Background: an optimization exercise with open tools, aiming at small area and a short achievable clock period. Do not read the settings as production practice.
RTL that was checked went through simulation tests only; none was proved equivalent to the original.
Power figures rest on the tool's default switching activity, not on a simulated workload.

== job 683 ==
==> module arb_dcore, before the edit <==
module arb_dcore (
    input  wire [7:0] c,
    input  wire [7:0] hb,
    input  wire [7:0] lb,
    output wire       zh,
    output wire       zl,
    output wire       nzh,
    output wire [7:0] cn
);
    wire [7:0] yh, ya, yb;
    wire [1:0] ph, pa, pb;
    wire       a, b, nzl;
    genvar j;
    generate
        for (j = 0; j < 8; j = j + 1) begin : g_j
            arb_nand2 u_h (.a(c[j]), .b(hb[j]), .y(yh[j]));            
            arb_nand3 u_a (.a(c[j]), .b(hb[j]), .c(lb[j]), .y(ya[j]));  
            arb_nand2 u_b (.a(c[j]), .b(lb[j]), .y(yb[j]));            
            arb_o221a u_c (.a1(hb[j]), .a2(nzh), .b1(lb[j]), .b2(nzl), .c1(c[j]), .x(cn[j]));
        end
        for (j = 0; j < 2; j = j + 1) begin : g_q
            arb_nand4 u_h (.a(yh[4*j]), .b(yh[4*j+1]), .c(yh[4*j+2]), .d(yh[4*j+3]), .y(ph[j]));
            arb_nand4 u_a (.a(ya[4*j]), .b(ya[4*j+1]), .c(ya[4*j+2]), .d(ya[4*j+3]), .y(pa[j]));
            arb_nand4 u_b (.a(yb[4*j]), .b(yb[4*j+1]), .c(yb[4*j+2]), .d(yb[4*j+3]), .y(pb[j]));
        end
    endgenerate
    arb_nor2  u_nh (.a(ph[0]), .b(ph[1]), .y(nzh));        
    arb_or2   u_zh (.a(ph[0]), .b(ph[1]), .x(zh));         
    arb_or2   u_a  (.a(pa[0]), .b(pa[1]), .x(a));
    arb_or2   u_b  (.a(pb[0]), .b(pb[1]), .x(b));
    arb_mux2i u_l  (.a0(b), .a1(a), .s(zh), .y(nzl));      
    arb_inv   u_zl (.a(nzl), .y(zl));
endmodule
==> module arb_mux2i, before the edit <==
module arb_mux2i (input wire a0, input wire a1, input wire s, output wire y);
    assign y = ~(s ? a1 : a0);
endmodule
==> module arb_or2, before the edit <==
module arb_or2 (input wire a, input wire b, output wire x);
    assign x = a | b;
endmodule
export LEC_CHECK = 0
export CAP_MARGIN = 20
export CORE_MARGIN = 2
export CORE_UTILIZATION = 60
export CTS_CLUSTER_DIAMETER = 80
export CTS_CLUSTER_SIZE = 24
export SLEW_MARGIN = 20
export SYNTH_HIERARCHICAL = 1
export TNS_END_PERCENT = 10
create_clock -name core_clock -period 48.0 [get_ports {clk}]
standard.sh (not shown) runs the stock make flow with config.mk's settings and CLKGATE_MAP_FILE= SYNTH_SCRIPT=/design/flow/synth_recipe.tcl, a recipe that flattens the netlist after the stock synthesis.
==> flow/flow/run.sh <==
#!/bin/bash
# Layout flow: the standard ORFS flow (standard.sh) with two changes.
#  1. Synthesis maps the logic with our own ABC scripts instead of ORFS's:
#     the small modules named in flow/speed_modules.txt with abc_speed.script
#     (ORFS's own speed script), everything else with abc_area.script. It is
#     otherwise the standard synthesis (synth_recipe.tcl, with the
#     settings of config.mk), so the registers keep their names and cells.
#  2. Timing repair aims at the setup slack margins in flow/margin.txt (ns):
#     the first up to clock tree synthesis, the second after it (global
#     route), so that the critical paths are sized for a shorter period than
#     the 48 ns clock. The constraints (clock, I/O delays, loads) are the standard flow's.
#  3. The port buffers are buf_2 cells.
# Each tool's output goes to synth.log / layout_cts.log / layout.log here, and ORFS's own logs
# under orfs/logs.
set -euo pipefail
W=$(pwd)
F=$W/flow
G=$W/flow_gen
mkdir -p "$G"
read -r MARGIN MARGIN2 < "$F/margin.txt"
SPEED=$(tr '\n' ' ' < "$F/speed_modules.txt")

sed "s|log_cmd abc {\*}\$abc_args|log_cmd abc -script $F/abc_speed.script {*}[lrange \$abc_args 2 end] $SPEED\n  log_cmd abc -script $F/abc_area.script {*}[lrange \$abc_args 2 end]|" \
    "$FLOW_HOME/scripts/synth.tcl" > "$G/synth.tcl"
grep -q "abc -script $F/abc_area.script" "$G/synth.tcl"
sed "s|source \$::env(SCRIPTS_DIR)/synth.tcl|source $G/synth.tcl|" synth_recipe.tcl > "$G/synth_recipe.tcl"
grep -q "source $G/synth.tcl" "$G/synth_recipe.tcl"

make -C "$FLOW_HOME" DESIGN_CONFIG="$W/config.mk" WORK_HOME="$W/orfs" CLKGATE_MAP_FILE= \
    SYNTH_SCRIPT="$G/synth_recipe.tcl" synth > "$W/synth.log" 2>&1

# ports get buf_2 buffers (ORFS's buffer_ports otherwise picks a delay cell)
for M in "$MARGIN" "$MARGIN2"; do
    sed "s|\"\${@:-finish}\"|SETUP_SLACK_MARGIN=$M 'BUFFER_PORTS_ARGS=-buffer_cell sky130_fd_sc_hd__buf_2' \"\${@:-finish}\"|" \
        standard.sh > "$G/standard_$M.sh"
    grep -q "SETUP_SLACK_MARGIN=$M" "$G/standard_$M.sh"
done
bash "$G/standard_$MARGIN.sh" cts > "$W/layout_cts.log" 2>&1
bash "$G/standard_$MARGIN2.sh" > "$W/layout.log" 2>&1
==> flow/flow/abc_area.script <==
&get -n
&st
&dch -f
&nf -R 1000
&put
==> flow/flow/abc_speed.script <==
&get -n
&st
&dch
&nf
&st
&syn2
&if -g -K 6
&synch2
&nf
&st
&syn2
&if -g -K 6
&synch2
&nf
&st
&syn2
&if -g -K 6
&synch2
&nf
&st
&syn2
&if -g -K 6
&synch2
&nf
&st
&syn2
&if -g -K 6
&synch2
&nf
&put
buffer -c
topo
stime -c
upsize -c
dnsize -c
==> flow/flow/margin.txt <==
25 20
==> flow/flow/speed_modules.txt <==
arb_out
arb_vsel
Input changes introduced in job 8015 (baseline for comparison: job 683):
--- a/flow/design.v
+++ b/flow/design.v
@@ -701,5 +701,5 @@
     wire [7:0] yh, ya, yb;
     wire [1:0] ph, pa, pb;
-    wire       a, b, nzl;
+    wire       na, nb, nzl;
     genvar j;
     generate
@@ -717,8 +717,8 @@
     endgenerate
     arb_nor2  u_nh (.a(ph[0]), .b(ph[1]), .y(nzh));        
-    arb_or2   u_zh (.a(ph[0]), .b(ph[1]), .x(zh));         
-    arb_or2   u_a  (.a(pa[0]), .b(pa[1]), .x(a));
-    arb_or2   u_b  (.a(pb[0]), .b(pb[1]), .x(b));
-    arb_mux2i u_l  (.a0(b), .a1(a), .s(zh), .y(nzl));      
+    arb_inv   u_zh (.a(nzh), .y(zh));
+    arb_nor2  u_na (.a(pa[0]), .b(pa[1]), .y(na));
+    arb_nor2  u_nb (.a(pb[0]), .b(pb[1]), .y(nb));
+    arb_mux2  u_l  (.a0(na), .a1(nb), .s(nzh), .x(nzl));   
     arb_inv   u_zl (.a(nzl), .y(zl));
 endmodule
@@ -753,9 +753,6 @@
     assign y = a_n | ~b;
 endmodule
-module arb_mux2i (input wire a0, input wire a1, input wire s, output wire y);
-    assign y = ~(s ? a1 : a0);
-endmodule
-module arb_or2 (input wire a, input wire b, output wire x);
-    assign x = a | b;
+module arb_mux2 (input wire a0, input wire a1, input wire s, output wire x);
+    assign x = s ? a1 : a0;
 endmodule
 module arb_nor2 (input wire a, input wire b, output wire y);
Findings:
- In job 8015 the number of fillers in the final layout turned out 95 lower than in job 683.
- Job 683 and job 8015 ended up with roughly the same die boundary height.
- Power across job 683 and job 8015: no real change.
- Job 8015 vs. job 683: placed wire-length estimate decreased by 2.0% relative to the old numbers, sequential share of layout area has increased, met1 routing resource usage after global routing -1.4 points, logic depth of the worst path, buffers included now sits higher, utilization after layout down 0.22 points.
- Area overhead of the layout relative to synthesis in job 8015 vs job 683: down 0.92 points
- Job 8015 improves on job 683 in smallest setup slack after layout.
- Post-CTS setup repair buffer count went down by more than 10% going from job 683 to job 8015.
- On detailed-routed wire length on met3: between job 683 and job 8015, it ends up higher for job 8015.
- Diff job 8015..job 683 | hold-fix buffer count after cts | unchanged
- Comparing job 683 and job 8015, final period demand of the worst path is higher on job 683.
For job 683, only the layout was checked, not whether the RTL still works.

re-timing with driven ports:
Ports are ideal in the flow. The routed layouts listed here were re-timed in OpenROAD. Step 1, drivers: a clkbuf_16 drives clk and a buf_2 each remaining input, both assumed. Step 2 adds t to the input delays and takes it off the output delays; t is the mean of the earliest and latest rising clock arrival at the registers after step 1. Input paths then give back, and output paths get back, about the clock's delay inside the block. Three values: no drivers, after step 1, after step 2; two values: the first two.
run	t (ns)	setup slack, ns	pins driven straight from the clock port
job 683	0.852	24.165 / 24.069 / 24.665	1
job 8015	0.845	24.508 / 24.412 / 24.487	1
After both steps every run listed still meets setup and hold. The setup slack of job 8015, which loses most, moves by -0.096 ns with the drivers and by -0.021 ns with both steps.
